From an optimization exercise on the open Yosys and OpenROAD flow, aimed at small area, a short achievable clock period and few clock cycles per item; shortcuts taken in it are not production practice.
At most, simulation tests tie the RTL to the original design; equivalence was not proved.
No functional check of the RTL was part of run 1.

File: flow/config.mk
export PLATFORM = sky130hd
export DESIGN_NAME = sgl_flit_rx
export DESIGN_NICKNAME = sgl_flit_rx
export VERILOG_FILES = /design/flow/design.v
export SDC_FILE = /design/flow/constraint.sdc
export NUM_CORES = 4
export LEC_CHECK = 0
export CAP_MARGIN = 20
export CORE_MARGIN = 2
export CORE_UTILIZATION = 40
export CTS_BUF_LIST = sky130_fd_sc_hd__clkbuf_4 sky130_fd_sc_hd__clkbuf_8
export CTS_CLUSTER_SIZE = 30
export SLEW_MARGIN = 20
File: flow/constraint.sdc
create_clock -name core_clock -period 14.0 [get_ports {clk}]
set_input_delay 2.8000 -clock core_clock [delete_from_list [all_inputs] [get_ports {clk}]]
set_output_delay 2.8000 -clock core_clock [all_outputs]
set_load 0.01 [all_outputs]
File: flow/design.v
module sgl_flit_rx (
  input  wire        clk,
  input  wire        rst,            
  input  wire        in_valid,
  input  wire [63:0] in_data,        
  output wire        in_ready,
  output wire        out_valid,
  output wire [63:0] out_data,       
  output wire        out_last,       
  output wire        out_pass,       
  output wire        out_fec_ok,     
  output wire [2:0]  out_corr,       
  output wire [23:0] out_corr_pos    
);
  function automatic [7:0] gf_mul2(input [7:0] a);
    gf_mul2 = {a[6:0], 1'b0} ^ (a[7] ? 8'h1D : 8'h00);
  endfunction
  function automatic [7:0] gf_mul(input [7:0] a, input [7:0] b);
    integer i;
    reg [7:0] r, x;
    begin
      r = 8'd0;
      x = a;
      for (i = 0; i < 8; i = i + 1) begin
        if (b[i]) r = r ^ x;
        x = gf_mul2(x);
      end
      gf_mul = r;
    end
  endfunction
  function automatic [7:0] gf_mulp(input [7:0] a, input integer k);
    gf_mulp = gf_mul(a, 8'd1 << k);
  endfunction
  localparam [7:0] ALPHA_M85 = 8'hD7;    
  localparam [7:0] ALPHA_M84 = 8'hB3;    
  reg  [4:0] phi;         
  reg  [4:0] wcnt;        
  reg        in_rdy_q;
  reg        tx_act;      
  wire accept  = in_valid && in_rdy_q;
  wire load    = accept && (wcnt == 5'd31);    
  wire [4:0] phi_n    = (accept && wcnt == 5'd0) ? 5'd1 : phi + 5'd1;
  wire [4:0] wcnt_n   = accept ? wcnt + 5'd1 : wcnt;
  wire       tx_act_n = (phi == 5'd31) ? load : tx_act;
  wire       rdy_n    = (phi_n == wcnt_n) || (wcnt_n == 5'd0 && !tx_act_n);
  always @(posedge clk) begin
    if (rst) begin
      phi      <= 5'd0;
      wcnt     <= 5'd0;
      in_rdy_q <= 1'b1;
      tx_act   <= 1'b0;
    end else begin
      phi      <= phi_n;
      wcnt     <= wcnt_n;
      in_rdy_q <= rdy_n;
      tx_act   <= tx_act_n;
    end
  end
  reg [2047:0] ring;
  always @(posedge clk) begin
    ring <= {ring[1983:0], in_rdy_q ? in_data : ring[2047:1984]};
  end
  wire [63:0] rd_w = ring[2047:1984];    
  function automatic [7:0] lane(input [63:0] w, input integer b);
    lane = w[63 - 8*b -: 8];
  endfunction
  reg  [7:0] a0 [0:2];
  reg  [7:0] a1 [0:2];
  reg  [7:0] a2 [0:2];
  reg  [7:0] ns0 [0:2];
  reg  [7:0] ns1 [0:2];
  reg  [7:0] ns2 [0:2];
  always @* begin : syn_next
    integer g, i, cnt, m;
    reg [7:0] t0, t1, t2, b, p0, p1, p2;
    for (g = 0; g < 3; g = g + 1) begin
      cnt = (g == 2) ? 2 : 3;
      t0 = 8'd0; t1 = 8'd0; t2 = 8'd0;
      for (i = 0; i < 3; i = i + 1) if (g + 3*i < 8) begin
        b  = lane(in_data, g + 3*i);
        t0 = t0 ^ b;
        t1 = t1 ^ gf_mulp(b, cnt - 1 - i);
        t2 = t2 ^ gf_mulp(b, 2*(cnt - 1 - i));
      end
      p0 = (wcnt == 5'd0) ? 8'd0 : a0[g];
      p1 = (wcnt == 5'd0) ? 8'd0 : gf_mulp(a1[g], cnt);
      p2 = (wcnt == 5'd0) ? 8'd0 : gf_mulp(a2[g], 2*cnt);
      m = (g + 1) % 3;
      ns0[m] = p0 ^ t0;
      ns1[m] = p1 ^ t1;
      ns2[m] = p2 ^ t2;
    end
  end
  integer k;
  always @(posedge clk) begin
    if (accept) begin
      for (k = 0; k < 3; k = k + 1) begin
        a0[k] <= ns0[k];
        a1[k] <= ns1[k];
        a2[k] <= ns2[k];
      end
    end
  end
  reg [2:0] zc_q;
  reg [2:0] cons_q;
  always @(posedge clk) begin : chk
    integer c, m;
    if (phi == 5'd0) begin
      for (c = 0; c < 3; c = c + 1) begin
        m = (c + 2) % 3;
        zc_q[c]   <= (a0[m] == 8'd0) && (a1[m] == 8'd0) && ((c == 1) || (a2[m] == 8'd0));
        cons_q[c] <= (c == 1) || (gf_mul(a0[m], a2[m]) == gf_mul(a1[m], a1[m]));
      end
    end
  end
  reg  [7:0] se [0:2];
  reg  [7:0] sr [0:2];
  reg        fnd [0:2];
  reg  [7:0] fps [0:2];
  wire [4:0] s = phi;
  reg  [63:0] mask;
  reg  [2:0]  hit;
  reg  [7:0]  hpos [0:2];
  reg  [7:0]  se_w [0:2];
  reg  [7:0]  sr_w [0:2];
  always @* begin : srch_in
    integer g;
    for (g = 0; g < 3; g = g + 1) begin
      se_w[g] = (phi == 5'd0) ? a0[(g + 2) % 3] : se[g];
      sr_w[g] = (phi == 5'd0) ? gf_mul(a1[(g + 2) % 3], (g == 0) ? ALPHA_M85 : ALPHA_M84)
                              : sr[g];
    end
  end
  always @* begin : search
    integer g, i, cnt, b;
    reg m;
    mask = 64'd0;
    for (g = 0; g < 3; g = g + 1) begin
      cnt = (g == 2) ? 2 : 3;
      hit[g]  = 1'b0;
      hpos[g] = {s, 3'd0};
      for (i = 0; i < 3; i = i + 1) if (g + 3*i < 8) begin
        b = g + 3*i;
        m = (se_w[g] != 8'd0) && (gf_mulp(sr_w[g], i) == se_w[g]);
        if (m) begin
          mask[63 - 8*b -: 8] = se_w[g];
          hit[g]  = 1'b1;
          hpos[g] = {s, b[2:0]};
        end
      end
    end
  end
  always @(posedge clk) begin : srch
    integer g, m, cnt;
    for (g = 0; g < 3; g = g + 1) begin
      m   = (g + 1) % 3;
      cnt = (g == 2) ? 2 : 3;
      se[m]  <= se_w[g];
      sr[m]  <= gf_mulp(sr_w[g], cnt);
      fnd[m] <= ((s == 5'd0) ? 1'b0 : fnd[g]) | hit[g];
      fps[m] <= hit[g] ? hpos[g] : fps[g];
    end
  end
  reg  [63:0] out_data_q;
  reg         out_valid_q, out_last_q, out_pass_q, out_fec_q;
  reg  [2:0]  out_corr_q;
  reg  [63:0] crc;
  reg  [63:0] crc_d_q;                          
  wire [63:0] word_c   = rd_w ^ mask;           
  wire [63:0] crc_next;
  sgl_crc64_upd u_crc (.crc(crc), .d(crc_d_q), .q(crc_next));
  reg [2:0] corr_f;
  reg       fec_f;
  always @* begin : fin
    integer c, g;
    fec_f = 1'b1;
    for (c = 0; c < 3; c = c + 1) begin
      g = (c + 1) % 3;
      corr_f[c] = (fnd[g] | hit[g]) && cons_q[c];
      fec_f = fec_f && (zc_q[c] || corr_f[c]);
    end
  end
  always @(posedge clk) begin
    if (phi <= 5'd29)
      out_data_q <= word_c;
    crc_d_q <= word_c;
    crc <= (phi == 5'd0) ? {64{1'b1}} : crc_next;
    if (phi == 5'd31) begin
      out_fec_q  <= fec_f;
      out_corr_q <= corr_f;
    end
  end
  always @(posedge clk) begin
    if (rst) begin
      out_valid_q <= 1'b0;
      out_last_q  <= 1'b0;
      out_pass_q  <= 1'b0;
    end else begin
      out_valid_q <= tx_act && (phi <= 5'd28 || phi == 5'd31);
      out_last_q  <= tx_act && (phi == 5'd31);
      out_pass_q  <= fec_f && ((crc ^ crc_d_q) == {64{1'b1}});
    end
  end
  assign in_ready     = in_rdy_q;
  assign out_valid    = out_valid_q;
  assign out_data     = out_data_q;
  assign out_last     = out_last_q;
  assign out_pass     = out_pass_q;
  assign out_fec_ok   = out_fec_q;
  assign out_corr     = out_corr_q;
  assign out_corr_pos = {fps[1], fps[0], fps[2]};
endmodule
module sgl_crc64_upd (
  input  wire [63:0] crc,
  input  wire [63:0] d,
  output wire [63:0] q
);
  wire [63:0] x = crc ^ d;
  wire t64 = x[0] ^ x[63];
  wire t65 = x[4] ^ x[24];
  wire t66 = x[9] ^ x[16];
  wire t67 = x[10] ^ x[17];
  wire t68 = x[11] ^ x[18];
  wire t69 = x[37] ^ x[42];
  wire t70 = x[19] ^ x[54];
  wire t71 = x[5] ^ x[59];
  wire t72 = x[20] ^ x[55];
  wire t73 = x[36] ^ x[41];
  wire t74 = x[7] ^ x[12];
  wire t75 = x[2] ^ x[22];
  wire t76 = x[29] ^ x[43];
  wire t77 = x[3] ^ x[23];
  wire t78 = x[30] ^ x[44];
  wire t79 = x[31] ^ x[45];
  wire t80 = x[8] ^ x[13];
  wire t81 = x[51] ^ x[58];
  wire t82 = x[14] ^ x[50];
  wire t83 = x[28] ^ x[53];
  wire t84 = x[1] ^ x[48];
  wire t85 = x[35] ^ x[47];
  wire t86 = x[32] ^ x[57];
  wire t87 = x[33] ^ x[56];
  wire t88 = x[21] ^ x[46];
  wire t89 = x[15] ^ t67;
  wire t90 = x[34] ^ x[49];
  wire t91 = x[6] ^ x[39];
  wire t92 = x[38] ^ x[40];
  wire t93 = x[52] ^ t74;
  wire t94 = t66 ^ t68;
  wire t95 = x[26] ^ t64;
  wire t96 = x[27] ^ t73;
  wire t97 = t70 ^ t79;
  wire t98 = t65 ^ t71;
  wire t99 = x[62] ^ t72;
  wire t100 = t69 ^ t75;
  wire t101 = t76 ^ t77;
  wire t102 = t78 ^ t81;
  wire t103 = x[25] ^ t80;
  wire t104 = t82 ^ t87;
  wire t105 = x[41] ^ t83;
  wire t106 = t84 ^ t92;
  wire t107 = x[12] ^ t89;
  wire t108 = x[17] ^ x[21];
  wire t109 = x[1] ^ x[60];
  wire t110 = x[22] ^ x[25];
  wire t111 = x[37] ^ t88;
  wire t112 = t65 ^ t91;
  wire t113 = x[16] ^ t85;
  wire t114 = x[39] ^ t86;
  wire t115 = x[34] ^ t102;
  wire t116 = x[57] ^ t94;
  wire t117 = x[13] ^ x[61];
  wire t118 = x[8] ^ x[60];
  wire t119 = x[19] ^ x[48];
  wire t120 = x[38] ^ x[51];
  wire t121 = x[27] ^ x[35];
  wire t122 = x[15] ^ x[59];
  wire t123 = x[7] ^ x[40];
  wire t124 = t69 ^ t88;
  wire t125 = x[58] ^ t76;
  wire t126 = x[18] ^ t75;
  wire t127 = x[63] ^ t86;
  wire t128 = x[14] ^ t95;
  wire t129 = x[46] ^ t100;
  wire t130 = x[47] ^ x[52];
  wire t131 = x[34] ^ x[54];
  wire t132 = x[32] ^ x[48];
  wire t133 = x[5] ^ x[53];
  wire t134 = x[7] ^ t82;
  wire t135 = x[20] ^ t90;
  wire t136 = x[4] ^ t71;
  wire t137 = t68 ^ t78;
  wire t138 = x[6] ^ t84;
  wire t139 = x[56] ^ t85;
  wire t140 = x[45] ^ t80;
  wire t141 = x[44] ^ t66;
  wire t142 = x[28] ^ t96;
  wire t143 = x[49] ^ t101;
  wire t144 = x[50] ^ t93;
  wire t145 = x[15] ^ x[30];
  wire t146 = x[21] ^ x[31];
  wire t147 = x[0] ^ x[26];
  wire t148 = x[24] ^ x[33];
  wire t149 = x[32] ^ x[59];
  wire t150 = x[9] ^ x[35];
  wire t151 = x[19] ^ t90;
  wire t152 = x[3] ^ t70;
  wire t153 = t73 ^ t74;
  wire t154 = x[61] ^ t77;
  wire t155 = x[2] ^ t83;
  wire t156 = x[57] ^ t64;
  wire t157 = t69 ^ t87;
  wire t158 = x[11] ^ t74;
  wire t159 = x[47] ^ t110;
  wire t160 = x[17] ^ t81;
  wire t161 = t81 ^ t103;
  wire t162 = x[5] ^ t112;
  wire t163 = t97 ^ t122;
  wire t164 = t76 ^ t98;
  wire t165 = t79 ^ t99;
  wire t166 = t72 ^ t101;
  wire t167 = x[43] ^ t114;
  wire t168 = x[33] ^ t93;
  wire t169 = x[35] ^ x[52];
  wire t170 = x[56] ^ x[63];
  wire t171 = x[29] ^ x[42];
  wire t172 = x[40] ^ x[62];
  wire t173 = x[16] ^ x[30];
  wire t174 = x[23] ^ x[61];
  wire t175 = x[18] ^ x[51];
  wire t176 = x[29] ^ x[53];
  wire t177 = x[1] ^ x[55];
  wire t178 = x[42] ^ x[44];
  wire t179 = x[34] ^ x[42];
  wire t180 = x[23] ^ x[38];
  wire t181 = x[36] ^ x[49];
  wire t182 = x[37] ^ x[45];
  wire t183 = x[10] ^ x[50];
  wire t184 = t65 ^ t66;
  wire t185 = t73 ^ t123;
  wire t186 = x[31] ^ t70;
  wire t187 = x[46] ^ t117;
  wire t188 = x[3] ^ t78;
  wire t189 = t68 ^ t79;
  wire t190 = t65 ^ t87;
  wire t191 = x[14] ^ t87;
  wire t192 = x[54] ^ t83;
  wire t193 = x[10] ^ t92;
  wire t194 = x[25] ^ t67;
  wire t195 = t80 ^ t109;
  wire t196 = x[51] ^ t70;
  wire t197 = x[36] ^ t150;
  wire t198 = t75 ^ t85;
  wire t199 = x[43] ^ t72;
  wire t200 = x[2] ^ t95;
  wire t201 = x[1] ^ t89;
  wire t202 = t99 ^ t100;
  wire t203 = t105 ^ t121;
  wire t204 = x[62] ^ t104;
  wire t205 = t97 ^ t103;
  wire t206 = t105 ^ t139;
  wire t207 = t90 ^ t106;
  wire t208 = x[4] ^ t111;
  wire t209 = t68 ^ t113;
  wire t210 = x[7] ^ t143;
  wire t211 = x[8] ^ t107;
  wire t212 = x[40] ^ t107;
  wire t213 = t97 ^ t116;
  wire t214 = t67 ^ t129;
  wire t215 = x[6] ^ x[60];
  wire t216 = x[21] ^ x[58];
  wire t217 = x[22] ^ x[32];
  wire t218 = x[24] ^ x[55];
  wire t219 = x[28] ^ x[41];
  wire t220 = x[38] ^ x[61];
  wire t221 = x[39] ^ x[53];
  wire t222 = x[13] ^ x[49];
  wire t223 = x[52] ^ x[58];
  wire t224 = x[20] ^ x[46];
  wire t225 = x[28] ^ x[46];
  wire t226 = x[29] ^ x[39];
  wire t227 = x[8] ^ x[31];
  wire t228 = x[18] ^ x[55];
  wire t229 = x[39] ^ x[43];
  wire t230 = x[25] ^ x[26];
  wire t231 = x[52] ^ x[56];
  wire t232 = x[16] ^ t64;
  wire t233 = t120 ^ t145;
  wire t234 = t71 ^ t92;
  wire t235 = x[33] ^ t109;
  wire t236 = x[0] ^ t130;
  wire t237 = t82 ^ t176;
  wire t238 = t131 ^ t175;
  wire t239 = t69 ^ t132;
  wire t240 = t145 ^ t147;
  wire t241 = x[27] ^ t177;
  wire t242 = x[27] ^ t66;
  wire t243 = x[50] ^ t120;
  wire t244 = t64 ^ t91;
  wire t245 = t108 ^ t123;
  wire t246 = x[61] ^ t118;
  wire t247 = x[9] ^ t88;
  wire t248 = x[20] ^ t79;
  wire t249 = x[57] ^ t77;
  wire t250 = t119 ^ t180;
  wire t251 = x[44] ^ t182;
  wire t252 = t85 ^ t91;
  wire t253 = t82 ^ t132;
  wire t254 = t84 ^ t149;
  wire t255 = t86 ^ t119;
  wire t256 = x[2] ^ t64;
  wire t257 = x[58] ^ t78;
  wire t258 = t73 ^ t133;
  wire t259 = x[14] ^ t84;
  wire t260 = x[38] ^ t91;
  wire t261 = x[5] ^ t77;
  wire t262 = x[16] ^ t77;
  wire t263 = t72 ^ t91;
  wire t264 = x[30] ^ t72;
  wire t265 = t83 ^ t108;
  wire t266 = x[13] ^ t110;
  wire t267 = t124 ^ t134;
  wire t268 = t111 ^ t125;
  wire t269 = t117 ^ t152;
  wire t270 = x[28] ^ t134;
  wire t271 = t126 ^ t153;
  wire t272 = x[60] ^ t126;
  wire t273 = t114 ^ t146;
  wire t274 = x[17] ^ t155;
  wire t275 = t89 ^ t138;
  wire t276 = t98 ^ t127;
  wire t277 = x[37] ^ t125;
  wire t278 = t122 ^ t190;
  wire t279 = t140 ^ t247;
  wire t280 = t141 ^ t248;
  wire t281 = x[53] ^ t94;
  wire t282 = x[45] ^ t192;
  wire t283 = t76 ^ t96;
  wire t284 = t94 ^ t187;
  wire t285 = t95 ^ t139;
  wire t286 = t99 ^ t112;
  wire t287 = x[10] ^ t104;
  wire t288 = x[22] ^ t196;
  wire t289 = t121 ^ t137;
  wire t290 = x[24] ^ t93;
  wire t291 = t96 ^ t113;
  wire t292 = x[6] ^ t159;
  wire t293 = t153 ^ t189;
  wire t294 = x[18] ^ t135;
  wire t295 = x[23] ^ t138;
  wire t296 = x[47] ^ t94;
  wire t297 = t98 ^ t120;
  wire t298 = t71 ^ t188;
  wire t299 = t93 ^ t157;
  wire t300 = t86 ^ t197;
  wire t301 = x[11] ^ t193;
  wire t302 = t105 ^ t200;
  wire t303 = t161 ^ t184;
  wire t304 = t142 ^ t162;
  wire t305 = t137 ^ t202;
  wire t306 = t115 ^ t154;
  wire t307 = x[60] ^ t164;
  wire t308 = t186 ^ t274;
  wire t309 = t118 ^ t165;
  wire t310 = x[21] ^ t166;
  wire t311 = t128 ^ t282;
  wire t312 = t115 ^ t194;
  wire t313 = t128 ^ t133;
  wire t314 = t71 ^ t144;
  wire t315 = t166 ^ t227;
  wire t316 = x[26] ^ t163;
  wire t317 = x[4] ^ t142;
  wire t318 = t140 ^ t201;
  wire t319 = t136 ^ t296;
  wire t320 = t116 ^ t230;
  wire t321 = t124 ^ t210;
  wire t322 = t81 ^ t211;
  assign q[0] = ((t267 ^ (t151 ^ (t215 ^ ((x[38] ^ x[59]) ^ t169)))) ^ (t302 ^ t303));
  assign q[1] = (((t232 ^ ((x[47] ^ t75) ^ t135)) ^ t304) ^ (t269 ^ (t201 ^ t268)));
  assign q[2] = (t305 ^ (((t106 ^ t113) ^ t270) ^ (t136 ^ ((t108 ^ t77) ^ (x[6] ^ (x[25] ^ x[29]))))));
  assign q[3] = ((t143 ^ t162) ^ (t271 ^ (((t118 ^ t119) ^ (t170 ^ t79)) ^ ((x[26] ^ t108) ^ t233))));
  assign q[4] = (((t203 ^ t272) ^ t306) ^ (t273 ^ ((x[20] ^ t234) ^ t128)));
  assign q[5] = (((t217 ^ (t169 ^ t171)) ^ t142) ^ (t163 ^ (((t172 ^ t216) ^ t112) ^ (t154 ^ t235))));
  assign q[6] = (t307 ^ ((((x[63] ^ (x[25] ^ x[32])) ^ t185) ^ t129) ^ (t99 ^ (((x[33] ^ x[34]) ^ t173) ^ (t174 ^ t83)))));
  assign q[7] = ((((t66 ^ t102) ^ t204) ^ (t236 ^ (t136 ^ t187))) ^ (t210 ^ t308));
  assign q[8] = (t309 ^ (((t130 ^ t188) ^ (t237 ^ t238)) ^ (t275 ^ t276)));
  assign q[9] = ((((t71 ^ t80) ^ t104) ^ (t189 ^ t239)) ^ (t240 ^ ((t131 ^ t218) ^ (t219 ^ t220))));
  assign q[10] = (((t273 ^ t277) ^ t302) ^ (t278 ^ (((x[62] ^ t80) ^ t241) ^ t144)));
  assign q[11] = (((t191 ^ t192) ^ (t234 ^ t242)) ^ (t115 ^ (((t171 ^ t75) ^ (x[3] ^ t109)) ^ (t103 ^ t127))));
  assign q[12] = ((((t156 ^ t243) ^ t205) ^ (t89 ^ (((x[55] ^ x[61]) ^ t148) ^ (t173 ^ t221)))) ^ t321);
  assign q[13] = (t305 ^ (((t186 ^ t244) ^ t206) ^ (t245 ^ ((t149 ^ t222) ^ (x[43] ^ t109)))));
  assign q[14] = (t310 ^ (((t106 ^ t127) ^ (t178 ^ t104)) ^ ((t246 ^ t97) ^ t271)));
  assign q[15] = ((t202 ^ t279) ^ (((t151 ^ t154) ^ t167) ^ (t190 ^ ((x[15] ^ x[41]) ^ t102))));
  assign q[16] = (((t249 ^ t98) ^ t204) ^ (t280 ^ ((((x[43] ^ x[63]) ^ t110) ^ (t179 ^ t223)) ^ ((t85 ^ t88) ^ t193))));
  assign q[17] = ((t89 ^ (((x[11] ^ x[5]) ^ t181) ^ t100)) ^ (((t140 ^ t141) ^ (t236 ^ t250)) ^ (t167 ^ t270)));
  assign q[18] = (((((t148 ^ t224) ^ (t82 ^ t91)) ^ (t106 ^ t251)) ^ (t143 ^ t281)) ^ t322);
  assign q[19] = (t311 ^ (((t137 ^ t252) ^ (t69 ^ (x[58] ^ t118))) ^ t212));
  assign q[20] = ((((x[55] ^ t74) ^ t106) ^ t163) ^ (t283 ^ t284));
  assign q[21] = (t312 ^ (((t149 ^ ((x[21] ^ x[38]) ^ (x[53] ^ x[9]))) ^ t144) ^ (t285 ^ t286)));
  assign q[22] = ((((x[0] ^ x[58]) ^ t129) ^ (t207 ^ t287)) ^ (t213 ^ t304));
  assign q[23] = (((((x[11] ^ t130) ^ t114) ^ (t184 ^ t195)) ^ t212) ^ (t310 ^ t313));
  assign q[24] = ((((t246 ^ t89) ^ t207) ^ (t288 ^ t289)) ^ ((t95 ^ (t225 ^ t157)) ^ t314));
  assign q[25] = ((t165 ^ t283) ^ (((((x[12] ^ x[52]) ^ t174) ^ t151) ^ (t155 ^ t195)) ^ ((t243 ^ t252) ^ t116)));
  assign q[26] = ((t269 ^ t290) ^ ((((x[20] ^ t170) ^ t102) ^ (t124 ^ t155)) ^ ((t197 ^ t253) ^ (t67 ^ (t172 ^ t226)))));
  assign q[27] = (t213 ^ ((((t148 ^ t179) ^ (t183 ^ t215)) ^ (t125 ^ t198)) ^ ((t225 ^ ((x[36] ^ x[3]) ^ t123)) ^ (t240 ^ t99))));
  assign q[28] = (((t208 ^ t291) ^ (t254 ^ (((x[19] ^ x[61]) ^ t170) ^ t158))) ^ (t312 ^ t315));
  assign q[29] = ((t292 ^ t293) ^ (((t224 ^ (x[17] ^ t133)) ^ (t232 ^ t255)) ^ (t115 ^ t204)));
  assign q[30] = (((t168 ^ t294) ^ t316) ^ (t295 ^ (((t80 ^ t85) ^ t124) ^ (t127 ^ t160))));
  assign q[31] = (t317 ^ (t292 ^ (((x[33] ^ t175) ^ t199) ^ (t239 ^ t95))));
  assign q[32] = (((t256 ^ (t104 ^ t141)) ^ t307) ^ (t295 ^ ((t121 ^ (x[53] ^ (x[41] ^ x[46]))) ^ t161)));
  assign q[33] = (t318 ^ ((((x[50] ^ t220) ^ t113) ^ (t152 ^ t156)) ^ ((t257 ^ t258) ^ t208)));
  assign q[34] = (t319 ^ ((((x[36] ^ x[54]) ^ t160) ^ (t259 ^ t260)) ^ (t129 ^ t165)));
  assign q[35] = ((t206 ^ (((t147 ^ t179) ^ (t228 ^ t229)) ^ (t253 ^ t261))) ^ (t212 ^ t303));
  assign q[36] = (((t96 ^ ((t178 ^ t222) ^ (x[40] ^ t169))) ^ t320) ^ (t275 ^ ((t191 ^ t196) ^ t164)));
  assign q[37] = ((t289 ^ t297) ^ ((t107 ^ t279) ^ (t199 ^ (x[36] ^ t156))));
  assign q[38] = ((t285 ^ t293) ^ (t297 ^ ((t75 ^ t90) ^ (((x[1] ^ x[8]) ^ t178) ^ (t183 ^ t221)))));
  assign q[39] = (((t98 ^ (t216 ^ t158)) ^ t311) ^ (t207 ^ ((t262 ^ t96) ^ t167)));
  assign q[40] = (t313 ^ (((((x[15] ^ x[34]) ^ t108) ^ (t226 ^ t92)) ^ (t141 ^ t241)) ^ (t168 ^ t288)));
  assign q[41] = (t318 ^ (t203 ^ ((((x[23] ^ x[40]) ^ t131) ^ (t173 ^ t231)) ^ (t126 ^ t263))));
  assign q[42] = (t308 ^ (t116 ^ (((t171 ^ t218) ^ (t77 ^ t88)) ^ ((x[56] ^ (x[14] ^ x[35])) ^ t185))));
  assign q[43] = (t211 ^ (((t152 ^ t159) ^ (t86 ^ ((x[18] ^ x[56]) ^ t65))) ^ (t264 ^ ((t69 ^ t73) ^ t125))));
  assign q[44] = (t320 ^ ((t250 ^ t257) ^ (((x[13] ^ t146) ^ t136) ^ (t157 ^ t199))));
  assign q[45] = (((t103 ^ (t64 ^ ((x[4] ^ x[51]) ^ (x[56] ^ x[5])))) ^ (t144 ^ t167)) ^ ((t203 ^ t280) ^ t214));
  assign q[46] = ((t98 ^ ((t86 ^ t90) ^ (x[50] ^ t70))) ^ (((t101 ^ t185) ^ (t194 ^ t235)) ^ ((t251 ^ t256) ^ t209)));
  assign q[47] = (((t72 ^ (t181 ^ t64)) ^ t168) ^ (t298 ^ (((x[45] ^ t117) ^ t259) ^ (t265 ^ t94))));
  assign q[48] = (((t90 ^ (x[6] ^ (x[56] ^ x[62]))) ^ t107) ^ (t208 ^ ((t126 ^ t195) ^ (t237 ^ t97))));
  assign q[49] = ((((t70 ^ t72) ^ t127) ^ (t134 ^ t198)) ^ ((t233 ^ t261) ^ t284));
  assign q[50] = ((t286 ^ (((t130 ^ t146) ^ (x[36] ^ t119)) ^ (t191 ^ t262))) ^ t322);
  assign q[51] = ((t266 ^ (t135 ^ t245)) ^ (t281 ^ ((t231 ^ (x[48] ^ (x[15] ^ x[37]))) ^ t276)));
  assign q[52] = (t214 ^ (t168 ^ ((((x[13] ^ x[23]) ^ (x[28] ^ x[9])) ^ t156) ^ (t238 ^ t98))));
  assign q[53] = (((((t183 ^ t219) ^ (x[51] ^ t177)) ^ t200) ^ t319) ^ t321);
  assign q[54] = (((t206 ^ t268) ^ (t266 ^ (t158 ^ t242))) ^ (t298 ^ ((t90 ^ (t67 ^ t84)) ^ t128)));
  assign q[55] = ((((t89 ^ t96) ^ t115) ^ t213) ^ (t290 ^ (((t64 ^ t84) ^ (x[23] ^ t176)) ^ (t111 ^ t159))));
  assign q[56] = (((t264 ^ ((t180 ^ t223) ^ t254)) ^ t214) ^ (t209 ^ ((t83 ^ ((x[12] ^ x[24]) ^ (x[26] ^ x[49]))) ^ t205)));
  assign q[57] = (((t209 ^ t299) ^ (t244 ^ ((t131 ^ t132) ^ t160))) ^ (t315 ^ t317));
  assign q[58] = ((t299 ^ t300) ^ (((t80 ^ (t228 ^ t78)) ^ t164) ^ (t265 ^ (t106 ^ t151))));
  assign q[59] = (((t260 ^ (t135 ^ t258)) ^ (t272 ^ t277)) ^ (t287 ^ ((t78 ^ (x[57] ^ t150)) ^ t205)));
  assign q[60] = (((t263 ^ t267) ^ (t300 ^ t301)) ^ (t306 ^ t316));
  assign q[61] = (((t278 ^ t291) ^ t309) ^ (t301 ^ ((t111 ^ t93) ^ (t81 ^ (t217 ^ t229)))));
  assign q[62] = ((t255 ^ (((x[40] ^ x[44]) ^ t147) ^ (t174 ^ t181))) ^ (t162 ^ ((t104 ^ t158) ^ (t160 ^ t198))));
  assign q[63] = (((t96 ^ ((t172 ^ t182) ^ (x[15] ^ t148))) ^ t314) ^ (t294 ^ ((t138 ^ t249) ^ t161)));
endmodule
File: flow/run.sh
#!/bin/bash
# synth_recipe.tcl (not shown) runs the flow's synth.tcl, then flattens the netlist and writes it again
# the make line also repeats each setting of config.mk as NAME=value (left out here)
make -C /OpenROAD-flow-scripts/flow DESIGN_CONFIG=/design/flow/config.mk WORK_HOME=/design/flow/orfs CLKGATE_MAP_FILE= SYNTH_SCRIPT=/design/flow/synth_recipe.tcl finish
==> results of run 1 <==
## layout make-up
cell class	count	area [sq um]	share of cell area, %
clock inverter	58	633.1	0.7525
timing repair buffer	272	2451	2.913
inverter	63	237.7	0.2825
tap	2355	2947	3.502
antenna	7	17.52	0.02082
multi-input combinational	2576	21320	25.34
sequential	2411	49720	59.09
clock buffer	548	6810	8.094
## worst paths after layout
kind | from | endpoint | cells past startpoint
worst min register to register | ring[1612] | ring[1676] | 0
worst min-delay path | ring[1612] | ring[1676] | 0
worst max-delay path | phi[0] | fps[0][20] | 11
worst max register to register | phi[0] | fps[0][20] | 11
## through the flow
| stage | utilization [%] | hold WS (ps) | setup WS [ps] | cell area [sq um] | instances |
|---|---|---|---|---|---|
| finish | 47.21 | 276.8 | 8660 | 84140 | 8290 |
| global route | 47.20 | 272.6 | 8415 | 84130 | 8285 |
| CTS | 47.19 | 273.8 | 8604 | 84110 | 8282 |
| detailed placement | 43.02 | 312.1 | 8177 | 76670 | 7676 |
| global placement | 43.00 | 309.5 | 8074 | 76640 | 7675 |
| floorplan | - | 309.6 | 8915 | 71680 | 5199 |
## sequential cells by signal (all words and copies together) (netlist names), 24 cells and up
| signal | cells |
|---|---|
| crc_d_q | 64 |
| fps | 24 |
| out_data_q | 64 |
| a1 | 24 |
| a2 | 24 |
| se | 24 |
| crc | 64 |
| a0 | 24 |
| ring | 2048 |
| sr | 24 |
## cells in the final DEF, fill, tap and decap left out, types with 22 or more instances in the layout
cell type	instances
ha_1	22
mux2i_1	27
xnor2_1	1167
nor4_1	36
inv_1	59
nor2_1	133
nand2_1	308
a21oi_1	49
xnor3_1	32
nand3_1	31
clkbuf_4	117
nor3_1	25
dfxtp_1	2265
o21ai_0	35
buf_4	109
clkdlybuf4s50_1	162
xnor2_2	89
edfxtp_1	145
xor2_1	317
mux2_2	73
clkbuf_8	431
clkinv_2	24
## cell usage after synthesis, types with 11 or more instances
cell type and instances:
a21oi_1 49, a31oi_1 14, buf_1 23, buf_2 20, clkbuf_1 98, dfxtp_1 2266, edfxtp_1 145, ha_1 22
inv_1 59, mux2_2 73, mux2i_1 27, nand2_1 308, nand2b_1 13, nand3_1 31, nand4_1 13, nor2_1 133
nor2b_1 15, nor3_1 25, nor4_1 36, o21ai_0 35, or2_2 11, xnor2_1 1192, xnor2_2 65, xnor3_1 32
xor2_1 317
## per-layer routing
metal  wire, um  share of wire (%)  global-route usage, %
met2      85160                 46                  32.37
met5         64              0.035                      0
met1      84030                 45                  27.27
met4       6368                3.4                  7.682
met3       9851                5.3                  4.087
## cells by family after synthesis
family,count (synthesis),share of synthesized area (%)
AOI/OAI and AO/OA,178,1.623
xor gates and xnor gates,1631,21.70
adders and majority gates,22,0.3840
buffers and inverters,212,1.192
DFF,2411,69.36
muxes,111,1.752
and+or+nand+nor,634,3.995
==> results.sh, run 1 <==
export IMPL_status="timing/DRC/antenna clean"
export IMPL_slowest_stage="or4b_4"
export IMPL_totalWireLength_um=185500
export IMPL_clkLatencyLatePin_ps=1050
export IMPL_synthesis_area_sq_mm=0.07168
export IMPL_routabilityCongestion=0.9438
export IMPL_critPathBufInv=3
export IMPL_ys_ff_latch=2411
export IMPL_slew_headroom_pct=16.40
export IMPL_ctsHoldBuffers=0
export IMPL_netlist_instances=5199
export IMPL_final_max_slew_violation_count=0
export IMPL_wl_per_cell_um=22.37
export IMPL_die_area_sq_mm=0.1826
export IMPL_syn_nets=5288
export IMPL_cpLargestDelayFamily="simple AND/OR/NAND/NOR gates"
export IMPL_fin_tns_setup_ps=0
export IMPL_num_io_pins=163
export IMPL_cts_buffers=362
export IMPL_htreeDepth=5
export IMPL_synth_top_cells_by_area="dfxtp_1 63%, xnor2_1 15%, edfxtp_1 6.1%"
export IMPL_path_max_fanout=63
export IMPL_end_kind="register"
export IMPL_portBuffers=162
export IMPL_cts_tree="built"
export IMPL_die_x_um=427.3
export IMPL_n_fill_cell=15600
export IMPL_num_rows=155
export IMPL_clock_path_buffers=4
export IMPL_ant_nets=0
export IMPL_final_period_utilization_pct=38.14
export IMPL_drive_above_1_share_pct=15.57
export IMPL_synth_edff_count=145
export IMPL_drt_pass1_iterations=5
export IMPL_track_usage_pct=20.34
export IMPL_cap_violations=0
export IMPL_cts_reportedPaths_clkPinSlew_ps=60
export IMPL_grt_max_degree=76
export IMPL_clockRootBuffer="clkbuf_8"
export IMPL_fin_nets=5775
export IMPL_cts_resized=0
export IMPL_core_area_sq_mm=0.1782
export IMPL_synth_area_leader_cell="dfxtp_1"
export IMPL_reg2reg_slack_ps=8660
export IMPL_setup_violations=0
export IMPL_synth_async_reset_ratio_pct=0
export IMPL_cts_setup_buffers=0
export IMPL_drt_first_iter_violations=2478
export IMPL_overflow=0
export IMPL_avgSynthCellArea_sq_um=13.79
export IMPL_fmax_mhz=187.3
export IMPL_viasPerCell=4.437
export IMPL_skew_ps=64.35
export IMPL_ys_seq_area_share_pct=69.36
export IMPL_place_hpwl_um=134700
export IMPL_grt_pass1_wl_um=262300
export IMPL_crit_type="reg -> reg"
export IMPL_crit_path_start_kind="register"
export IMPL_netlist_area_leader_share_pct=63.28
export IMPL_antenna_found_initial=26
export IMPL_worst_pin_slew_ps=1245
export IMPL_vias=36790
export IMPL_rsz0062_at_grt="false"
export IMPL_die_h_um=427.3
export IMPL_critPathArrivalTime_ps=6230
export IMPL_yosysWarningCount=10
export IMPL_period_needed_ps=5340
export IMPL_drc=0
export IMPL_area_growth_pct=17.38
export IMPL_synthFlopType="dfxtp_1"
export IMPL_finalHoldViolations=0
export IMPL_initial_core_util_pct=40.22
export IMPL_worstPathCellList="inv_1 -> ha_1 -> or4b_4 -> inv_2 -> buf_4 -> mux2i_1 -> xnor2_1 -> a211oi_2 -> nand3_1 -> and3_1 -> mux2_4"
export IMPL_clock_sinks=2411
export IMPL_hold_path_class="reg -> reg"
export IMPL_synth_cell_types=81
export IMPL_grt_pass1_vias=36840
export IMPL_max_stage_delay_ps=750
export IMPL_worst_endpoint_required_ps=14890
==> run 2: changes to the inputs <==
--- a/flow/design.v
+++ b/flow/design.v
@@ -31,12 +31,23 @@
   function automatic [7:0] gf_mulp(input [7:0] a, input integer k);
     gf_mulp = gf_mul(a, 8'd1 << k);
   endfunction
-  localparam [7:0] ALPHA_M85 = 8'hD7;    
-  localparam [7:0] ALPHA_M84 = 8'hB3;    
+  function automatic [7:0] alpha_m(input integer k);
+    case (k)
+      81: alpha_m = 8'hF1;
+      82: alpha_m = 8'hF6;
+      83: alpha_m = 8'h7B;
+      84: alpha_m = 8'hB3;
+      85: alpha_m = 8'hD7;
+      default: alpha_m = 8'h00;
+    endcase
+  endfunction
   reg  [4:0] phi;         
   reg  [4:0] wcnt;        
   reg        in_rdy_q;
   reg        tx_act;      
+  reg        ph0_q;       
+  reg        ph31_q;      
+  reg        ph_le29_q;   
   wire accept  = in_valid && in_rdy_q;
   wire load    = accept && (wcnt == 5'd31);    
   wire [4:0] phi_n    = (accept && wcnt == 5'd0) ? 5'd1 : phi + 5'd1;
@@ -46,11 +57,17 @@
   always @(posedge clk) begin
     if (rst) begin
       phi      <= 5'd0;
+      ph0_q    <= 1'b1;
+      ph31_q   <= 1'b0;
+      ph_le29_q <= 1'b1;
       wcnt     <= 5'd0;
       in_rdy_q <= 1'b1;
       tx_act   <= 1'b0;
     end else begin
       phi      <= phi_n;
+      ph0_q    <= (phi_n == 5'd0);
+      ph31_q   <= (phi_n == 5'd31);
+      ph_le29_q <= (phi_n <= 5'd29);
       wcnt     <= wcnt_n;
       in_rdy_q <= rdy_n;
       tx_act   <= tx_act_n;
@@ -105,7 +122,7 @@
   reg [2:0] cons_q;
   always @(posedge clk) begin : chk
     integer c, m;
-    if (phi == 5'd0) begin
+    if (ph0_q) begin
       for (c = 0; c < 3; c = c + 1) begin
         m = (c + 2) % 3;
         zc_q[c]   <= (a0[m] == 8'd0) && (a1[m] == 8'd0) && ((c == 1) || (a2[m] == 8'd0));
@@ -122,26 +139,24 @@
   reg  [2:0]  hit;
   reg  [7:0]  hpos [0:2];
   reg  [7:0]  se_w [0:2];
-  reg  [7:0]  sr_w [0:2];
-  always @* begin : srch_in
-    integer g;
-    for (g = 0; g < 3; g = g + 1) begin
-      se_w[g] = (phi == 5'd0) ? a0[(g + 2) % 3] : se[g];
-      sr_w[g] = (phi == 5'd0) ? gf_mul(a1[(g + 2) % 3], (g == 0) ? ALPHA_M85 : ALPHA_M84)
-                              : sr[g];
-    end
-  end
+  reg  [7:0]  sr_n [0:2];
   always @* begin : search
-    integer g, i, cnt, b;
+    integer g, i, cnt, b, n1;
     reg m;
+    reg [7:0] cv;
     mask = 64'd0;
     for (g = 0; g < 3; g = g + 1) begin
       cnt = (g == 2) ? 2 : 3;
+      n1  = (g == 0) ? 85 : 84;           
+      se_w[g] = ph0_q ? a0[(g + 2) % 3] : se[g];
+      sr_n[g] = ph0_q ? gf_mul(a1[(g + 2) % 3], alpha_m(n1 - cnt))
+                      : gf_mulp(sr[g], cnt);
       hit[g]  = 1'b0;
       hpos[g] = {s, 3'd0};
       for (i = 0; i < 3; i = i + 1) if (g + 3*i < 8) begin
-        b = g + 3*i;
-        m = (se_w[g] != 8'd0) && (gf_mulp(sr_w[g], i) == se_w[g]);
+        b  = g + 3*i;
+        cv = ph0_q ? gf_mul(a1[(g + 2) % 3], alpha_m(n1 - i)) : gf_mulp(sr[g], i);
+        m  = (se_w[g] != 8'd0) && (cv == se_w[g]);
         if (m) begin
           mask[63 - 8*b -: 8] = se_w[g];
           hit[g]  = 1'b1;
@@ -156,8 +171,8 @@
       m   = (g + 1) % 3;
       cnt = (g == 2) ? 2 : 3;
       se[m]  <= se_w[g];
-      sr[m]  <= gf_mulp(sr_w[g], cnt);
-      fnd[m] <= ((s == 5'd0) ? 1'b0 : fnd[g]) | hit[g];
+      sr[m]  <= sr_n[g];
+      fnd[m] <= (ph0_q ? 1'b0 : fnd[g]) | hit[g];
       fps[m] <= hit[g] ? hpos[g] : fps[g];
     end
   end
@@ -181,11 +196,11 @@
     end
   end
   always @(posedge clk) begin
-    if (phi <= 5'd29)
+    if (ph_le29_q)
       out_data_q <= word_c;
     crc_d_q <= word_c;
-    crc <= (phi == 5'd0) ? {64{1'b1}} : crc_next;
-    if (phi == 5'd31) begin
+    crc <= ph0_q ? {64{1'b1}} : crc_next;
+    if (ph31_q) begin
       out_fec_q  <= fec_f;
       out_corr_q <= corr_f;
     end
@@ -196,8 +211,8 @@
       out_last_q  <= 1'b0;
       out_pass_q  <= 1'b0;
     end else begin
-      out_valid_q <= tx_act && (phi <= 5'd28 || phi == 5'd31);
-      out_last_q  <= tx_act && (phi == 5'd31);
+      out_valid_q <= tx_act && ((ph_le29_q && phi != 5'd29) || ph31_q);
+      out_last_q  <= tx_act && ph31_q;
       out_pass_q  <= fec_f && ((crc ^ crc_d_q) == {64{1'b1}});
     end
   end
--- a/flow/config.mk
+++ b/flow/config.mk
@@ -8,6 +8,4 @@
 export CAP_MARGIN = 20
 export CORE_MARGIN = 2
 export CORE_UTILIZATION = 40
-export CTS_BUF_LIST = sky130_fd_sc_hd__clkbuf_4 sky130_fd_sc_hd__clkbuf_8
-export CTS_CLUSTER_SIZE = 30
 export SLEW_MARGIN = 20
==> run 2 against run 1 <==
Utilization rose by 0.26 points. Die area rose by 0.65%. Global-route usage rose by 0.62 points. Clock skew rose by 9.2 ps. Flip-flop and latch count rose by 3. Synthesized cell count rose by 1.8%. Worst setup slack improved by 270 ps. Still clean on timing, DRC and antenna. Worst hold slack improved by 3.7 ps.
==> results.sh, run 2 <==
export IMPL_core_area_sq_mm=0.1788
export IMPL_clkLatencyLatePin_ps=890
export IMPL_area_growth_pct=17.65
export IMPL_ys_ff_latch=2414
export IMPL_place_hpwl_um=143100
export IMPL_synthFlopType="dfxtp_1"
export IMPL_largest_register="ring"
export IMPL_synth_edff_count=145
export IMPL_totalWireLength_um=194200
export IMPL_vias=36850
export IMPL_post_synth_top_count_cell="dfxtp_1"
export IMPL_htreeDepth=4
export IMPL_skew_ps=73.53
export IMPL_grt_pass1_vias=36840
export IMPL_ant_nets=0
export IMPL_slew_headroom_pct=21.50
export IMPL_wl_per_cell_um=23.69
export IMPL_fmax_mhz=197.3
export IMPL_synthesis_area_sq_mm=0.07216
export IMPL_path_max_fanout=33
export IMPL_end_kind="output pin"
export IMPL_cts_setup_buffers=0
export IMPL_synth_top_cells_by_area="dfxtp_1 63%, xnor2_1 15%, edfxtp_1 6.0%"
export IMPL_cts_reportedPaths_clkPinSlew_ps=60
export IMPL_clock_sinks=2414
export IMPL_cts_resized=0
export IMPL_ctsHoldBuffers=0
export IMPL_yosysWarningCount=10
export IMPL_antenna_found_initial=31
export IMPL_ys_seq_area_share_pct=68.99
export IMPL_layout_cells_non_filler=8197
export IMPL_synth_cell_types=86
export IMPL_drive_above_1_share_pct=11.93
export IMPL_initial_core_util_pct=40.35
export IMPL_die_h_um=428.7
export IMPL_period_needed_ps=5069
export IMPL_synth_area_leader_cell="dfxtp_1"
export IMPL_grt_max_degree=72
export IMPL_status="timing/DRC/antenna clean"
export IMPL_overflow=0
export IMPL_crit_type="reg -> out"
export IMPL_syn_nets=5384
export IMPL_die_area_sq_mm=0.1838
export IMPL_fin_nets=5738
export IMPL_crit_path_start_kind="register"
export IMPL_grt_pass1_wl_um=273200
export IMPL_routabilityCongestion=0.9230
export IMPL_synth_async_reset_ratio_pct=0
export IMPL_worst_endpoint_required_ps=11200
export IMPL_largest_register_ffs=2048
export IMPL_drt_first_iter_violations=2716
export IMPL_slowest_stage="dfxtp_4"
export IMPL_netlist_instances=5294
export IMPL_critPathBufInv=1
export IMPL_die_x_um=428.7
export IMPL_cts_tree="built"
export IMPL_crit_start="in_rdy_q"
export IMPL_track_usage_pct=20.95
export IMPL_r2r_start="ph0_q"
export IMPL_dp_cells=7782
export IMPL_num_rows=155
export IMPL_hold_start="ring[1097]"
export IMPL_clock_path_buffers=3
export IMPL_final_period_utilization_pct=36.20
export IMPL_cpLargestDelayFamily="flip-flops"
export IMPL_worstPathCellList="clkdlybuf4s50_1"
export IMPL_cap_violations=0
export IMPL_drc=0
export IMPL_worst_hold_slack_ps=280.5
export IMPL_clockRootBuffer="clkbuf_16"
export IMPL_portBuffers=162
export IMPL_worst_pin_slew_ps=1169
export IMPL_hold_path_class="reg -> reg"
export IMPL_avgSynthCellArea_sq_um=13.63
export IMPL_final_max_slew_violation_count=0
export IMPL_cts_buffers=219
export IMPL_viasPerCell=4.495
export IMPL_max_stage_delay_ps=750
export IMPL_final_common_cell="dfxtp_1"
export IMPL_netlist_top_cells_count="2269 x dfxtp_1, 1238 x xnor2_1, 329 x xor2_1"
export IMPL_num_io_pins=163
export IMPL_netlist_area_leader_share_pct=62.95
export IMPL_setup_violations=0
export IMPL_finalHoldViolations=0
export IMPL_fin_tns_setup_ps=0
export IMPL_drt_pass1_iterations=5
export IMPL_final_cell_mix="2266 x dfxtp_1, 1211 x xnor2_1, 329 x xor2_1"
export IMPL_reg2reg_slack_ps=9130
export IMPL_critPathArrivalTime_ps=2270
export IMPL_rsz0062_at_grt="false"
-- run 2: per-layer routing --
metal / up-vias / wire length (um) / GRT usage (%) / share of wire, %
met2: 950 / 92110 / 34.75 / 47
met3: 295 / 8654 / 3.579 / 4.5
met1: 18020 / 86260 / 27.29 / 44
li1: 17570 / - / - / -
met5: - / 72 / 0 / 0.037
met4: 12 / 7101 / 7.994 / 3.7
-- run 2: final cells by class --
class / count / area [sq um]
fillers: 15750 / 93920
flip-flops and latches: 2414 / 49790
repair buffers: 287 / 2560
diodes: 8 / 20.02
clock inverters: 102 / 1212
multi-input cells: 2654 / 21690
well taps: 2355 / 2947
inverters: 72 / 272.8
clock buffers: 305 / 6395
-- run 2: kinds of logic (layout without fill, tap and decap cells) --
family | Yosys count | count (layout) | synth area share, %
buf+inv | 226 | 766 | 1.247
simple gates | 620 | 620 | 3.870
other cells | 0 | 8 | 0
xor+xnor | 1655 | 1655 | 21.39
compound gates | 223 | 223 | 2.072
fa+ha+maj | 23 | 23 | 0.3988
flops | 2414 | 2414 | 68.99
mux | 133 | 133 | 2.031
-- run 2: worst register-to-register path, cell delays in order, from the launching register on --
cell	delay, ps
dfxtp_4	670
buf_4	620
buf_4	710
mux2i_1	560
or3_1	180
nand2_1	50
a32o_1	210
o2111ai_1	100
a2111o_1	680
nand2_1	440
or2_2	400
-- run 2: worst paths after layout --
kind,end,depth (start not counted)
worst max-delay path,in_ready,1
worst min-delay path,ring[1161],0
worst max register to register,out_corr_q[1],10
worst min register to register,ring[1161],0
-- run 2: per-stage QoR --
step | utilization, % | worst slack, ps | cell area, sq um
floorplan | - | 8080 | 72160
global placement | 43.20 | 8956 | 77250
detailed placement | 43.21 | 8950 | 77260
CTS | 47.46 | 8803 | 84870
global route | 47.47 | 8816 | 84870
finish | 47.47 | 8931 | 84890
Testbench counts of run 2, summed over its fixed seeds: cycles 16,648, flits 512.
==> run 3: changes to the inputs <==
==> flow/flow/run.sh (new file) <==
#!/bin/bash
# Standard ORFS layout with stronger port buffers and no CTS dummy loads.
set -euo pipefail
export BUFFER_PORTS_ARGS="-buffer_cell sky130_fd_sc_hd__buf_4"
export CTS_ARGS="-sink_clustering_enable -repair_clock_nets -dont_use_dummy_load"
export SETUP_SLACK_MARGIN=9.5
bash standard.sh > standard.log 2>&1
==> flow/standard.sh (new file) <==
#!/bin/bash
# synth_recipe.tcl (not shown) runs the flow's synth.tcl, then flattens the netlist and writes it again
# the make line also repeats each setting of config.mk as NAME=value (left out here)
make -C /OpenROAD-flow-scripts/flow DESIGN_CONFIG=/design/flow/config.mk WORK_HOME=/design/flow/orfs CLKGATE_MAP_FILE= SYNTH_SCRIPT=/design/flow/synth_recipe.tcl "${@:-finish}"
removed: flow/run.sh
==> run 3 against run 2 <==
Highest routed layer unchanged. Utilization down 1.5 points. Still clean on timing, DRC and antenna. Area after synthesis unchanged. Clock skew grew 12 ps. Critical path depth is the same. Critical path type unchanged. Worst hold slack lost 23 ps. Sequential share of layout area up 1.9 points. Clock-buffer cell count decreased by 86. Synthesized cell count is the same.
==> results.sh, run 3 <==
export IMPL_dp_cells=7760
export IMPL_num_rows=155
export IMPL_end_kind="output pin"
export IMPL_synth_fa_ha_area_share_pct=0.3988
export IMPL_die_area_sq_mm=0.1838
export IMPL_hold_end="ring[2032]"
export IMPL_totalWireLength_um=189900
export IMPL_status="timing/DRC/antenna clean"
export IMPL_hold_start="ring[1968]"
export IMPL_routabilityCongestion=0.9638
export IMPL_clockRootBuffer="clkbuf_16"
export IMPL_grt_max_degree=79
export IMPL_synth_area_leader_cell="dfxtp_1"
export IMPL_n_fill_cell=15950
export IMPL_syn_nets=5384
export IMPL_overflow=0
export IMPL_cts_buffers=219
export IMPL_synth_area_mux_share_pct=2.031
export IMPL_drc=0
export IMPL_finalHoldViolations=0
export IMPL_path_max_fanout=16
export IMPL_rr_worst_depth=9
export IMPL_layout_cells_non_filler=7983
export IMPL_place_hpwl_um=141200
export IMPL_fin_tns_setup_ps=0
export IMPL_cap_violations=0
export IMPL_grt_pass1_vias=36550
export IMPL_drt_first_iter_violations=2424
export IMPL_core_area_sq_mm=0.1788
export IMPL_netlist_area_leader_share_pct=62.95
export IMPL_clock_sinks=2414
export IMPL_grt_pass1_wl_um=267600
export IMPL_ys_ff_latch=2414
export IMPL_track_usage_pct=20.48
export IMPL_area_growth_pct=14.02
export IMPL_htreeDepth=4
export IMPL_die_h_um=428.7
export IMPL_final_max_slew_violation_count=0
export IMPL_final_period_utilization_pct=31.23
export IMPL_synth_top_cells_by_area="dfxtp_1 63%, xnor2_1 15%, edfxtp_1 6.0%"
export IMPL_ant_nets=0
export IMPL_reg2reg_slack_ps=9680
export IMPL_rsz0062_at_grt="false"
export IMPL_fmax_mhz=228.7
export IMPL_regArea_sq_mm=0.04979
export IMPL_hold_depth=0
export IMPL_crit_type="reg -> out"
export IMPL_slowest_stage="dfxtp_4"
export IMPL_yosysWarningCount=10
export IMPL_final_common_cell="dfxtp_1"
export IMPL_cpLargestDelayFamily="flip-flops"
export IMPL_synth_simple_area_share_pct=3.870
export IMPL_largest_register="ring"
export IMPL_r2r_start="a1[1][6]"
export IMPL_clkLatencyLatePin_ps=840
export IMPL_max_stage_delay_ps=560
export IMPL_wl_per_cell_um=23.78
export IMPL_synth_top_family_by_area="XOR/XNOR gates"
export IMPL_synth_compound_area_share_pct=2.072
export IMPL_worst_endpoint_required_ps=11200
export IMPL_avgSynthCellArea_sq_um=13.63
export IMPL_cts_reportedPaths_clkPinSlew_ps=60
export IMPL_skew_ps=85.35
export IMPL_multi_input_area_sq_mm=0.02174
export IMPL_worst_hold_slack_ps=257.4
export IMPL_period_needed_ps=4372
export IMPL_final_cell_mix="2266 x dfxtp_1, 1207 x xnor2_1, 329 x xor2_1"
export IMPL_netlist_top_cells_count="2269 x dfxtp_1, 1238 x xnor2_1, 329 x xor2_1"
export IMPL_cts_tree="built"
export IMPL_worstPathCellList="buf_4"
export IMPL_netlist_instances=5294
export IMPL_worst_pin_slew_ps=1213
export IMPL_post_synth_top_count_cell="dfxtp_1"
export IMPL_clock_path_buffers=3
export IMPL_initial_core_util_pct=40.35
export IMPL_reg2reg_to="out_data_q[46]"
export IMPL_synthesis_area_sq_mm=0.07216
export IMPL_slew_headroom_pct=18.54
export IMPL_critPathArrivalTime_ps=1570
export IMPL_die_x_um=428.7
export IMPL_synth_cell_types=86
export IMPL_ctsHoldBuffers=0
export IMPL_hold_path_class="reg -> reg"
export IMPL_crit_start="in_rdy_q"
export IMPL_viasPerCell=4.566
export IMPL_ys_seq_area_share_pct=68.99
export IMPL_synth_edff_count=145
export IMPL_synthFlopType="dfxtp_1"
export IMPL_crit_path_start_kind="register"
export IMPL_synth_xor_area_share_pct=21.39
export IMPL_num_io_pins=163
export IMPL_largest_register_ffs=2048
export IMPL_drt_pass1_iterations=7
export IMPL_fin_nets=5718
export IMPL_antenna_found_initial=22
export IMPL_portBuffers=162
export IMPL_drive_above_1_share_pct=12.35
export IMPL_critPathBufInv=1
export IMPL_synth_async_reset_ratio_pct=0
export IMPL_setup_violations=0
export IMPL_vias=36450
run 3: how the worst max path moves through the flow:
stage,cells past startpoint,endpoint
finish,1,in_ready
global route,9,out_corr_q[1]
CTS,1,out_data[29]
detailed placement,10,in_rdy_q
global placement,10,in_rdy_q
floorplan,9,in_rdy_q
run 3: final cells by class:
cell class              instances  share of cell area (%)
clock buffers                 219                   6.661
flip-flops and latches       2414                   60.52
well taps                    2355                   3.582
diodes                          2                0.006083
inverters                      72                  0.3452
multi-input cells            2654                   26.42
repair buffers                267                   2.465
run 3: layer usage:
| layer | global-route usage [%] | wire length, um |
|---|---|---|
| met1 | 26.98 | 84830 |
| met2 | 33.26 | 88110 |
| met3 | 3.053 | 8191 |
| met4 | 9.309 | 8707 |
| met5 | 0 | 29 |
run 3: metrics by stage:
stage | cell area, sq um | setup WS [ps] | utilization (%)
detailed placement | 76740 | 9177 | 42.92
finish | 82270 | 9628 | 46.01
CTS | 82250 | 9518 | 46.00
global route | 82270 | 9495 | 46.01
floorplan | 72170 | 9601 | -
global placement | 76720 | 9039 | 42.91
run 3: cells by family (layout without fill, tap and decap cells):
group / after synthesis / in the layout
AOI/OAI and AO/OA: 223 / 223
xor gates and xnor gates: 1655 / 1655
adders and majority gates: 23 / 23
buffers and inverters: 226 / 558
DFF: 2414 / 2414
muxes: 133 / 133
other: 0 / 2
and+or+nand+nor: 620 / 620
run 3: timing repair:
action,4_1_cts,5_1_grt
endpoints found under the setup margin,22,25
resized for setup,2,2
buffers inserted,1,1
==> run 4: changes to the inputs <==
==> flow/flow/run.sh (replaced) <==
#!/bin/bash
# Standard ORFS layout with stronger port buffers and no CTS dummy loads.
set -euo pipefail
export BUFFER_PORTS_ARGS="-buffer_cell sky130_fd_sc_hd__buf_4"
export CTS_ARGS="-sink_clustering_enable -repair_clock_nets -dont_use_dummy_load"
bash standard.sh > standard.log 2>&1
==> run 4 against run 3 <==
Via count barely moved. Global-route usage fell by 0.15 points. Flip-flop and latch count did not move. Fmax decreased by 9.0%. Largest cell class unchanged. Highest routed layer unchanged.
==> results.sh, run 4 <==
export IMPL_largest_register="ring"
export IMPL_worst_pin_slew_ps=1112
export IMPL_met1_usage_pct=26.77
export IMPL_worst_hold_slack_ps=247.6
export IMPL_totalWireLength_um=188200
export IMPL_synth_area_leader_cell="dfxtp_1"
export IMPL_path_max_fanout=58
export IMPL_cts_reportedPaths_clkPinSlew_ps=70
export IMPL_grt_use_met3_pct=3.495
export IMPL_vias=36480
export IMPL_worstPathCellList="buf_4 -> buf_4 -> mux2i_1 -> inv_1 -> or2_2 -> mux2i_1 -> a41oi_1 -> a2111o_1 -> nand2_1 -> mux2_2"
export IMPL_end_kind="register"
export IMPL_cts_resized=0
export IMPL_worst_endpoint_required_ps=14670
export IMPL_slowest_stage="a2111o_1"
export IMPL_drive_above_1_share_pct=12.22
export IMPL_skew_ps=103.0
export IMPL_final_max_slew_violation_count=0
export IMPL_synthesis_area_sq_mm=0.07216
export IMPL_synthFlopType="dfxtp_1"
export IMPL_grt_max_degree=66
export IMPL_largest_register_ffs=2048
export IMPL_clock_sinks=2414
export IMPL_avgSynthCellArea_sq_um=13.63
export IMPL_cts_setup_buffers=0
export IMPL_grt_pass1_vias=36530
export IMPL_portBuffers=162
export IMPL_initial_core_util_pct=40.35
export IMPL_synth_top_cells_by_area="dfxtp_1 63%, xnor2_1 15%, edfxtp_1 6.0%"
export IMPL_yosysWarningCount=10
export IMPL_drt_pass1_iterations=5
export IMPL_period_needed_ps=4803
export IMPL_post_synth_top_count_cell="dfxtp_1"
export IMPL_drt_first_iter_violations=2386
export IMPL_routabilityCongestion=0.9621
export IMPL_fin_nets=5720
export IMPL_fin_tns_setup_ps=0
export IMPL_slew_headroom_pct=25.35
export IMPL_met2_usage_pct=32.51
export IMPL_netlist_top_cells_count="2269 x dfxtp_1, 1238 x xnor2_1, 329 x xor2_1"
export IMPL_final_common_cell="dfxtp_1"
export IMPL_overflow=0
export IMPL_place_hpwl_um=139400
export IMPL_antenna_found_initial=17
export IMPL_fmax_mhz=208.2
export IMPL_area_growth_pct=13.95
export IMPL_final_cell_mix="2266 x dfxtp_1, 1214 x xnor2_1, 329 x xor2_1"
export IMPL_syn_nets=5384
export IMPL_synth_edff_count=145
export IMPL_htreeDepth=4
export IMPL_grt_busiest_layer="met2"
export IMPL_netlist_area_leader_share_pct=62.95
export IMPL_synth_cell_types=86
export IMPL_crit_type="reg -> reg"
export IMPL_clock_path_buffers=3
export IMPL_num_io_pins=163
export IMPL_netlist_instances=5294
export IMPL_cts_buffers=220
export IMPL_die_h_um=428.7
export IMPL_die_area_sq_mm=0.1838
export IMPL_ys_ff_latch=2414
export IMPL_clkLatencyLatePin_ps=860
export IMPL_setup_violations=0
export IMPL_max_stage_delay_ps=670
export IMPL_clockRootBuffer="clkbuf_16"
export IMPL_rsz0062_at_grt="false"
export IMPL_track_usage_pct=20.33
export IMPL_cts_tree="built"
export IMPL_die_x_um=428.7
export IMPL_wl_per_cell_um=23.56
export IMPL_ctsHoldBuffers=0
export IMPL_final_period_utilization_pct=34.31
export IMPL_num_rows=155
export IMPL_drc=0
export IMPL_cap_violations=0
export IMPL_grt_pass1_wl_um=266500
export IMPL_n_fill_cell=15920
export IMPL_ant_nets=0
export IMPL_core_area_sq_mm=0.1788
export IMPL_synth_async_reset_ratio_pct=0
export IMPL_hold_path_class="reg -> reg"
export IMPL_status="timing/DRC/antenna clean"
export IMPL_reg2reg_slack_ps=9200
export IMPL_finalHoldViolations=0
export IMPL_critPathArrivalTime_ps=5470
export IMPL_crit_path_start_kind="register"
export IMPL_ys_seq_area_share_pct=68.99
export IMPL_viasPerCell=4.566
[run 4: stage by stage]
stage	instances	worst slack [ps]	util, %	instance area, sq um
global placement	7762	8990	42.88	76670
finish	7989	9197	45.98	82220
detailed placement	7763	9028	42.90	76700
global route	7984	9019	45.98	82210
floorplan	5294	8080	-	72160
CTS	7983	9247	45.98	82210
[run 4: cell families (layout without fill, tap and decap cells)]
logic type	after synthesis	in the layout	share of synthesized area (%)
flip-flops	2414	2414	68.99
XOR/XNOR	1655	1655	21.39
AO/OA/AOI/OAI	223	223	2.072
other	0	6	0
multiplexers	133	133	2.031
buffers and inverters	226	560	1.247
AND/OR/NAND/NOR	620	620	3.870
adder cells (fa/ha/maj)	23	23	0.3988
[run 4: worst paths after layout]
path | from | end | depth (start not counted)
max | ph0_q | fps[0][4] | 10
min | ring[1448] | ring[1512] | 0
max reg2reg | ph0_q | fps[0][4] | 10
min reg2reg | ring[1448] | ring[1512] | 0
[run 4: per-layer routing]
metal / up-vias / share of wire (%)
li1: 17380 / -
met1: 17800 / 45
met2: 966 / 46
met3: 335 / 4.5
met4: 8 / 4.8
met5: - / 0.029
[run 4: area by class of cell]
class | count | area [sq um] | area share (%)
sequential | 2414 | 49790 | 60.55
multi-input combinational | 2654 | 21680 | 26.37
clock buffer | 220 | 5505 | 6.695
tap | 2355 | 2947 | 3.584
timing repair buffer | 268 | 2016 | 2.451
inverter | 72 | 272.8 | 0.3317
antenna | 6 | 15.01 | 0.01826
[run 4: critical path, delay by kind of cell (launching register included)]
kind | cells | cell delay, ps
flip-flops | 1 | 630
multiplexers | 3 | 1010
AND/OR/NAND/NOR | 2 | 700
buffers and inverters | 3 | 1430
AO/OA/AOI/OAI | 2 | 790

re-timing with driven ports:
How much do the figures lean on ideal ports? The routed layouts below were timed once more, with nothing changed but the port constraints.
Step 1 (the two cells are an assumption about what drives the block):
set clk [get_ports {clk}]
set_driving_cell -lib_cell sky130_fd_sc_hd__clkbuf_16 $clk
set_driving_cell -lib_cell sky130_fd_sc_hd__buf_2 [delete_from_list [all_inputs] $clk]
Step 2 also shifts input and output timing later by t, the mid clock arrival at the registers, as if the neighbouring blocks saw the same clock.
Three values: ideal, step 1, step 2; two values: the first two.
| run | shift t [ns] | slack for setup (ns) | worst setup path after step 2 | worst slew at a driven data input, ns |
|---|---|---|---|---|
| run 1 | 1.075 | 8.660 / 8.660 / 8.101 | input to register | 0.13 |
| run 2 | 0.921 | 8.931 / 8.856 / 8.884 | input to register | 0.17 |
| run 3 | 0.877 | 9.628 / 9.549 / 9.239 | input to register | 0.12 |
| run 4 | 0.898 | 9.197 / 9.197 / 8.953 | input to register | 0.11 |
After both steps setup and hold are still met in every run listed. The setup slack of run 1, which loses most, moves by 0.000 ns with the drivers and by -0.559 ns with both steps.
